This is an optimization exercise on Yosys and OpenROAD, whose aim is small area and a short achievable clock period, not a production implementation. No run shown here included a check of the RTL's function; only the layout flow was run. No run shown here takes its clock network from TritonCTS; it comes from the design's own scripts or RTL. The clock port is modelled as an ideal driver, which makes a skipped or thinned clock tree look cheaper than it is; a real chip needs a root buffer or a tree. Power and IR drop assume default switching activity.

==> flow/design.v (outline; a module is shown in full before it is edited, if it fits) <==
// module adc_correct: 1803 lines
module adc_correct (
    input  wire        clk,
    input  wire        rst,           
    input  wire        cfg_we,
    input  wire [4:0]  cfg_addr,      
    input  wire [31:0] cfg_wdata,
    input  wire        swap,          
    output wire        active_half,
    input  wire        in_valid,
    input  wire [15:0] in_code,
    output reg         out_valid,
    output reg  [23:0] out_sample,
    output reg         out_sat
);
  // ...
==> flow/flow/run.sh <==
#!/bin/bash
# The standard layout (standard.sh, unchanged synthesis), with changes to
# how the layout is optimised; the constraints and clock are the standard flow's own:
#  - repair_timing keeps 16.6 ns of extra setup slack (sizes for a ~5.4 ns period)
#  - the port buffers are buf_2 cells instead of the resizer's default pick
#  - after CTS, flow/post_cts.tcl replaces TritonCTS's three-level clock tree
#    with a balanced two-level one (4 roots on the clock port, 26-register
#    leaf clusters) and repairs timing again
set -euo pipefail
cd "$(dirname "$0")/.."
bash standard.sh SETUP_SLACK_MARGIN=16.6 \
  "BUFFER_PORTS_ARGS=-buffer_cell sky130_fd_sc_hd__buf_2" \
  "POST_CTS_TCL=$PWD/flow/post_cts.tcl" \
  finish > standard_flow.log 2>&1
==> flow/flow/build_tree.tcl <==
# Custom two-level clock tree: the clock port drives NROOT clkbuf_16 roots,
# each root drives the leaf clkbuf_16 buffers of its region, each leaf drives
# a cluster of at most LEAFMAX register clock pins. Clusters come from
# recursive median bisection of the pin positions.
proc ct_bisect {items depth maxn} {
  # items: list of {iterm x y}; returns list of clusters
  if {[llength $items] <= $maxn} { return [list $items] }
  set xs [lsort -integer [lmap it $items {lindex $it 1}]]
  set ys [lsort -integer [lmap it $items {lindex $it 2}]]
  set dx [expr {[lindex $xs end] - [lindex $xs 0]}]
  set dy [expr {[lindex $ys end] - [lindex $ys 0]}]
  set k [expr {$dx >= $dy ? 1 : 2}]
  set s [lsort -integer -index $k $items]
  set h [expr {[llength $s] / 2}]
  return [concat [ct_bisect [lrange $s 0 [expr {$h-1}]] [expr {$depth+1}] $maxn] \
                 [ct_bisect [lrange $s $h end] [expr {$depth+1}] $maxn]]
}
proc ct_centroid {items} {
  set sx 0; set sy 0
  foreach it $items { set sx [expr {$sx + [lindex $it 1]}]; set sy [expr {$sy + [lindex $it 2]}] }
  set n [llength $items]
  return [list [expr {$sx / $n}] [expr {$sy / $n}]]
}
proc ct_build {nroot leafmax} {
  set db [ord::get_db]
  set block [ord::get_db_block]
  set master [$db findMaster sky130_fd_sc_hd__clkbuf_16]
  set clk [$block findNet clk]
  set sinks {}
  foreach it [$clk getITerms] {
    if {[$it isInputSignal]} {
      set xy [$it getAvgXY]
      lappend sinks [list $it [lindex $xy 1] [lindex $xy 2]]
    }
  }
  puts "ct: [llength $sinks] sinks"
  # leaf clusters
  set clusters [ct_bisect $sinks 0 $leafmax]
  puts "ct: [llength $clusters] leaf clusters"
  # leaves as items for root grouping
  set leaves {}
  set i 0
  foreach c $clusters {
    set xy [ct_centroid $c]
    lappend leaves [list $i [lindex $xy 0] [lindex $xy 1]]
    incr i
  }
  set per [expr {int(ceil(double([llength $leaves]) / $nroot))}]
  set groups [ct_bisect $leaves 0 $per]
  puts "ct: [llength $groups] root groups"
  set r 0
  foreach g $groups {
    set rxy [ct_centroid $g]
    set rinst [odb::dbInst_create $block $master "ctroot_$r"]
    $rinst setLocation [lindex $rxy 0] [lindex $rxy 1]
    $rinst setPlacementStatus PLACED
    [$rinst findITerm A] connect $clk
    set rnet [odb::dbNet_create $block "ctroot_net_$r"]
    $rnet setSigType CLOCK
    [$rinst findITerm X] connect $rnet
    foreach l $g {
      set li [lindex $l 0]
      set linst [odb::dbInst_create $block $master "ctleaf_$li"]
      $linst setLocation [lindex $l 1] [lindex $l 2]
      $linst setPlacementStatus PLACED
      [$linst findITerm A] connect $rnet
      set lnet [odb::dbNet_create $block "ctleaf_net_$li"]
      $lnet setSigType CLOCK
      [$linst findITerm X] connect $lnet
      foreach s [lindex $clusters $li] {
        set it [lindex $s 0]
        $it disconnect
        $it connect $lnet
      }
    }
    incr r
  }
}
==> flow/flow/post_cts.tcl <==
# POST_CTS hook: replace TritonCTS's three-level clock tree with a balanced
# two-level one.  The clock port drives 4 clkbuf_16 roots; each root drives
# the clkbuf_16 leaves of its quarter of the registers; each leaf drives a
# cluster of at most 26 register clock pins (recursive median bisection of
# the pin positions).  Every register sees the same two buffer levels.
# Timing is then repaired as cts.tcl does and the placement legalised.
source [file join [file dirname [info script]] build_tree.tcl]

proc ct_rip {} {
  set block [ord::get_db_block]
  set clk [$block findNet clk]
  set sinks {}
  set dead_insts {}
  set dead_nets {}
  set frontier [list $clk]
  while {[llength $frontier]} {
    set net [lindex $frontier 0]
    set frontier [lrange $frontier 1 end]
    foreach it [$net getITerms] {
      if {![$it isInputSignal]} continue
      set inst [$it getInst]
      set m [[$inst getMaster] getName]
      if {[regexp {__(clkbuf|clkinv|buf|inv|clkdlybuf\w*|dlygate\w*)_\d+$} $m]} {
        lappend dead_insts $inst
        foreach ot [$inst getITerms] {
          if {[$ot isOutputSignal] && [$ot getNet] ne "NULL"} {
            lappend frontier [$ot getNet]
            lappend dead_nets [$ot getNet]
          }
        }
      } else {
        lappend sinks $it
      }
    }
  }
  puts "ct_rip: [llength $dead_insts] clock tree cells removed, [llength $sinks] sinks"
  foreach it $sinks { $it disconnect }
  foreach inst $dead_insts { odb::dbInst_destroy $inst }
  foreach net $dead_nets { odb::dbNet_destroy $net }
  foreach it $sinks { $it connect $clk }
}

ct_rip
ct_build 4 26
set_propagated_clock [all_clocks]
log_cmd detailed_placement
log_cmd estimate_parasitics -placement
report_clock_latency
repair_timing_helper
log_cmd detailed_placement
check_placement -verbose
log_cmd estimate_parasitics -placement
report_clock_latency
==> flow/standard.sh <==
#!/bin/bash
# synth_recipe.tcl (not shown) runs the flow's synth.tcl, then flattens the netlist and writes it again
# the make line also repeats each setting of config.mk as NAME=value (left out here)
make -C /OpenROAD-flow-scripts/flow DESIGN_CONFIG=/design/flow/config.mk WORK_HOME=/design/flow/orfs CLKGATE_MAP_FILE= SYNTH_SCRIPT=/design/flow/synth_recipe.tcl "${@:-finish}"
==> flow/config.mk <==
export PLATFORM = sky130hd
export DESIGN_NAME = adc_correct
export DESIGN_NICKNAME = adc_correct
export VERILOG_FILES = /design/flow/design.v
export SDC_FILE = /design/flow/constraint.sdc
export NUM_CORES = 4
export LEC_CHECK = 0
export CAP_MARGIN = 20
export CORE_MARGIN = 2
export CORE_UTILIZATION = 55
export CTS_CLUSTER_DIAMETER = 90
export CTS_CLUSTER_SIZE = 26
export SLEW_MARGIN = 20
==> flow/constraint.sdc <==
create_clock -name core_clock -period 22.0 [get_ports {clk}]
set_input_delay 4.4000 -clock core_clock [delete_from_list [all_inputs] [get_ports {clk}]]
set_output_delay 4.4000 -clock core_clock [all_outputs]
set_load 0.01 [all_outputs]
==> reports/qor.yml, run 1 <==
powerSeq_mw: 3.15
p_per_area_mw_per_mm2: 90.84
drt_iter0_drc: 5769
whs_ns: 0.3331
die_h_um: 359.2
ys_types: 77
design.seq.count: 1437
yosys-top-cells-count: "edfxtp_1 (1120), a22oi_1 (786), inv_1 (385)"
nNetsFinal: 5745
grt_max_degree: 54
dp_hpwl_mm: 125.7
final-hold-violation-count: 0
grt-ovfl-total: 0
final_cell_mix: "edfxtp_1 (1120), a22oi_1 (738), inv_1 (376)"
synthSimpleGateAreaFrac_pct: 4.624
synth-xor-area-share_pct: 6.653
multi_input_area_share_pct: 35.94
power_frac_clock_pct: 19.6
seqCellArea_mm2: 0.04020
switching_share_pct: 33.18
yosys_warnings: 3
powerComb_mw: 2.44
synth_top_family_by_area: "adder cells"
cp.depth: 19
grtUsageMet1_pct: 45.23
largestClassByArea: "flip-flops and latches"
status: "timing/DRC/antenna clean"
die_area_mm2: 0.1290
synth_compound_area_share_pct: 13.30
routed-wl-met2_mm: 111.2
ys_ff_latch: 1437
==> inputs of run 2 (changes only) <==
--- a/flow/design.v
+++ b/flow/design.v
@@ -79,36 +79,37 @@
     endgenerate
     wire [3:0]  q_in = {~in_code[15], in_code[14:12]};
     wire [15:0] qd_in;
     generate
         for (gi = 0; gi < 16; gi = gi + 1) begin : g_qdec
             assign qd_in[gi] = (q_in == gi);
         end
     endgenerate
-    wire [15:0] lin_idn0 = lin_id0 & ~wl0;
-    wire [15:0] lin_idn1 = lin_id1 & ~wl1;
     wire        ofs_idn0 = ofs_id0 & ~wo0;
     wire        ofs_idn1 = ofs_id1 & ~wo1;
     wire        gain_idn0 = gain_id0 & ~wg0;
     wire        gain_idn1 = gain_id1 & ~wg1;
     reg        a_valid;
     reg [15:0] a_code;
-    reg [15:0] a_lsel0, a_lsel1;      
+    reg [15:0] a_qd;                  
+    reg [1:0]  a_hsel;                
     reg [1:0]  a_osel, a_gsel;        
     reg        a_gid;                 
     always @(posedge clk) begin
         a_valid <= ~rst & in_valid;
         a_code  <= in_code;
-        a_lsel0 <= qd_in & {16{half_n}}  & ~lin_idn0;
-        a_lsel1 <= qd_in & {16{~half_n}} & ~lin_idn1;
+        a_qd    <= qd_in;
+        a_hsel  <= {~half_n, half_n};
         a_osel  <= {~half_n & ~ofs_idn1, half_n & ~ofs_idn0};
         a_gsel  <= {~half_n & ~gain_idn1, half_n & ~gain_idn0};
         a_gid   <= half_n ? gain_idn0 : gain_idn1;
     end
+    wire [15:0] a_lsel0 = a_qd & {16{a_hsel[0]}} & ~lin_id0;
+    wire [15:0] a_lsel1 = a_qd & {16{a_hsel[1]}} & ~lin_id1;
     reg  [31:0] lin;
     integer k;
     always @(*) begin
         lin = 32'd0;
         for (k = 0; k < 16; k = k + 1)
             lin = lin | ({32{a_lsel0[k]}} & lin_t0[k]) | ({32{a_lsel1[k]}} & lin_t1[k]);
     end
     wire [23:0] ofs  = ({24{a_osel[0]}} & ofs_t0)  | ({24{a_osel[1]}} & ofs_t1);
@@ -1778,26 +1779,27 @@
     assign t2_A[47] = t2_c848;
     assign t2_B[47] = t2_s849;
     assign t2_A[48] = t2_c850;
     assign t2_B[48] = t2_s851;
     assign t2_A[49] = t2_c852;
     assign t2_B[49] = t2_s853;
     wire [22:0] low2 = t2_A[21:0] + t2_B[21:0];
     reg        d_valid;
-    reg [27:0] d_zh;                  
-    reg        d_c;                   
+    reg [27:0] d_ha, d_hb;
+    reg        d_c;
     reg        d_rail;
     always @(posedge clk) begin
         d_valid <= ~rst & c_valid;
-        d_zh    <= t2_A[49:22] + t2_B[49:22];
+        d_ha    <= t2_A[49:22];
+        d_hb    <= t2_B[49:22];
         d_c     <= low2[22];
         d_rail  <= c_rail;
     end
-    wire [27:0] z  = d_zh + {27'd0, d_c};
+    wire [27:0] z  = d_ha + d_hb + {27'd0, d_c};
     wire        hi = ~z[27] & (|z[26:23]);
     wire        lo =  z[27] & ~(&z[26:23]);
     always @(posedge clk) begin
         out_valid  <= ~rst & d_valid;
         out_sample <= hi ? 24'h7F_FFFF : lo ? 24'h80_0000 : z[23:0];
         out_sat    <= hi | lo | d_rail;
     end
 endmodule
==> reports/qor.yml, run 2 <==
hp-start: "a_gsel[0]"
rsz0062_at_grt: "true"
viasPerCell: 6.522
critPathKind: "reg -> out"
layout_commonest_cell: "edfxtp_1"
synthCells: 5077
ant_nets: 0
maxCapViolations: 0
ys_seq_area_share_pct: 57.99
synth.most_common_cell: "edfxtp_1"
ys_types: 70  # -9.1%
crit_arrival_ns: 0.99
dp_hpwl_mm: 124.7  # -0.79%
synth_edf_count: 1120
worstHoldPathType: "reg -> reg"
timing.critical_path.buf_inv: 1
syn_avg_cell_area_um2: 13.67
p_per_area_mw_per_mm2: 83.05  # -8.6%
required_ns: 17.60
drive_gt1_share_pct: 9.690
design_area_mm2: 0.07432
track_usage_pct: 32.62
status: "timing/DRC/antenna clean"
die_area_mm2: 0.1290  # about the same
yosys-top-cells-area: "edfxtp_1 (48%), fa_1 (10%), dfxtp_1 (9.5%), a22oi_1 (7.6%), xor2_1 (3.4%)"
grt-ovfl-total: 0  # unchanged
total_power_mw: 6.172
yosys_warnings: 3  # unchanged
wire_per_inst_um: 31.66
final_cell_mix: "edfxtp_1 (1120), a22oi_1 (705), inv_1 (393)"
slowest_delay_ns: 0.33
route.detailed.drc: 0
drtPass1Iterations: 6
finalSetupTns_ns: 0
slew_headroom_pct: 31.78
pin_count: 85
initial_core_util_pct: 55.33
gp_routability_congestion: 0.8800
startpoint: "out_sample[22]"
slowest_stage: "dfxtp_2"
vdd_drop_max_mv: 0.08869
drt_iter0_drc: 5567  # -3.5%
async_reset_ff_share_pct: 0
fp-row-count: 130
core_area_mm2: 0.1254
reg2reg_from: "b_u_one4"
start_kind: "flip-flop"
critPathMaxFanout: 1
drv_slew: 0
port_buffers: 84
synthesis.nets: 5672
largestRegisters: "lin_t0 (512), lin_t1 (512), w_data (32)"
worst_pin_slew_ns: 1.022
setup_viol: 0
nNetsFinal: 5633  # -1.9%
drt_wl_total_mm: 211.9
die_h_um: 359.2  # about the same
path_clk_slew_ns: 0.11
synth_top_area_share_pct: 48.47
p_leak_nw: 25.19
yosys-top-cells-count: "edfxtp_1 (1120), a22oi_1 (707), inv_1 (393)"
grt_max_degree: 54  # unchanged
ys_ff_latch: 1450  # +0.90%
synth_top_flop_cell: "edfxtp_1"
syn-cell-area_mm2: 0.06939
die_w_um: 359.2
skew_ns: 0.05385
whs_ns: 0.3291  # -0.004077 ns
synth_area_leader_cell: "edfxtp_1"
placed_cell_area_mm2: 0.07212
antenna_found_initial: 8
worstPathCellList: "buf_6"
area_delta_synth_final_pct: 7.103
endpoint_kind: "primary output"
final-hold-violation-count: 0  # unchanged
fmax_ghz: 0.1855
dp_cells: 6605
finalCriticalPeriod_ns: 5.390
stdcell_count: 6691
cp_top_family: "flip-flops"
period_share_pct: 24.50
clock-sinks: 1450
grt_pass1_vias: 43690
grt_pass1_wl_mm: 306.2
clk_latency_ns: 0.54
num_vias: 43640
## run 2: cell count changes after synthesis, moves of 12 or more
cell and delta:
o21ai_1 -29, and3_1 -26, nand3_1 -33, xor2_1 -14
nor2_1 +16, a22o_1 +39, a221oi_1 +38, dfxtp_1 +13
a22oi_1 -79, or3_1 +21, nand4_1 +15, or4_1 -19
o21ai_0 +12
## run 2: logic make-up after synthesis
group / synth area share [%]
flip-flops: 57.99
AO/OA/AOI/OAI: 13.47
buffers and inverters: 4.145
AND/OR/NAND/NOR: 4.281
adder cells (fa/ha/maj): 13.59
XOR/XNOR: 6.374
multiplexers: 0.1479
## run 2: stage by stage
stage / util (%) / setup WS [ns]
2_1_floorplan: - / 16.61
3_3_place_gp: 57.51 / 15.96
3_5_place_dp: 57.51 / 15.87
5_1_grt: 59.25 / 16.55
6_report: 59.26 / 16.61
## run 2: path summary, 6_finish.rpt
path	depth (start not counted)	slack, ns	end
max	1	16.61	out_sample[22]
min	0	0.33	b_gsel[0]
max reg2reg	19	16.76	c_y[25]
min reg2reg	0	0.33	b_gsel[0]
## run 2: layer usage
layer  wire [um]  vias up  track usage (%)
met3       18210      483            4.320
li1            -    18550                -
met5          30        -                0
met2      104200     2257            55.74
met1       80150    22340            42.45
met4        9301        4            12.81
## run 2: report_power, final
part,leakage [nW],internal [mW],switching [mW]
combinational,11.5,0.624,1.05
sequential,12.8,3.08,0.0738
clock,0.838,0.547,0.801
total,25.2,4.25,1.92
## run 2: worst register-to-register path: cells and delay by family (launching register included)
| family | cells | cell delay [ns] |
|---|---|---|
| xor gates and xnor gates | 2 | 0.31 |
| AOI/OAI and AO/OA | 10 | 2.10 |
| DFF | 1 | 0.49 |
| buffers and inverters | 2 | 0.13 |
| adders and majority gates | 5 | 2.09 |
## run 2: final cells by class
type / instances / area [um2]
flip-flops and latches: 1450 / 40350
fillers: 9831 / 51090
diodes: 5 / 12.51
plain buffers: 68 / 1702
well taps: 1650 / 2064
inverters: 394 / 1479
repair buffers: 262 / 1861
multi-input cells: 2862 / 26850

[static timing again, ports no longer ideal]
No port has a modelled driver above. Below, the same layouts with a new extraction and two added sets of constraints. Step 1 sets driving cells, clkbuf_16 on the clock port and buf_2 on the other inputs (assumed; they add their load-dependent delay and slew). Step 2 moves the port delays by t, midway between the first and last clock arrival at a register: inputs arrive t later, outputs are due t later. That takes back most of the time a late clock gives input paths. a / b / c = no drivers / after step 1 / after step 2; a / b = the first two.
run | t (ns) | setup WS [ns] | hold WS [ns] | clock arrival spread, ns | slew at the worst register clock pin (ns)
run 1 | 0.665 | 16.379 / 16.379 / 16.216 | 0.333 / 0.333 / 0.333 | 0.059 / 0.058 | 0.12 / 0.12
run 2 | 0.661 | 16.610 / 16.458 / 16.737 | 0.329 / 0.329 / 0.329 | 0.062 / 0.061 | 0.11 / 0.11
After both steps every run listed still meets setup and hold. The setup slack of run 1, which loses most, moves by 0.000 ns with the drivers and by -0.163 ns with both steps.
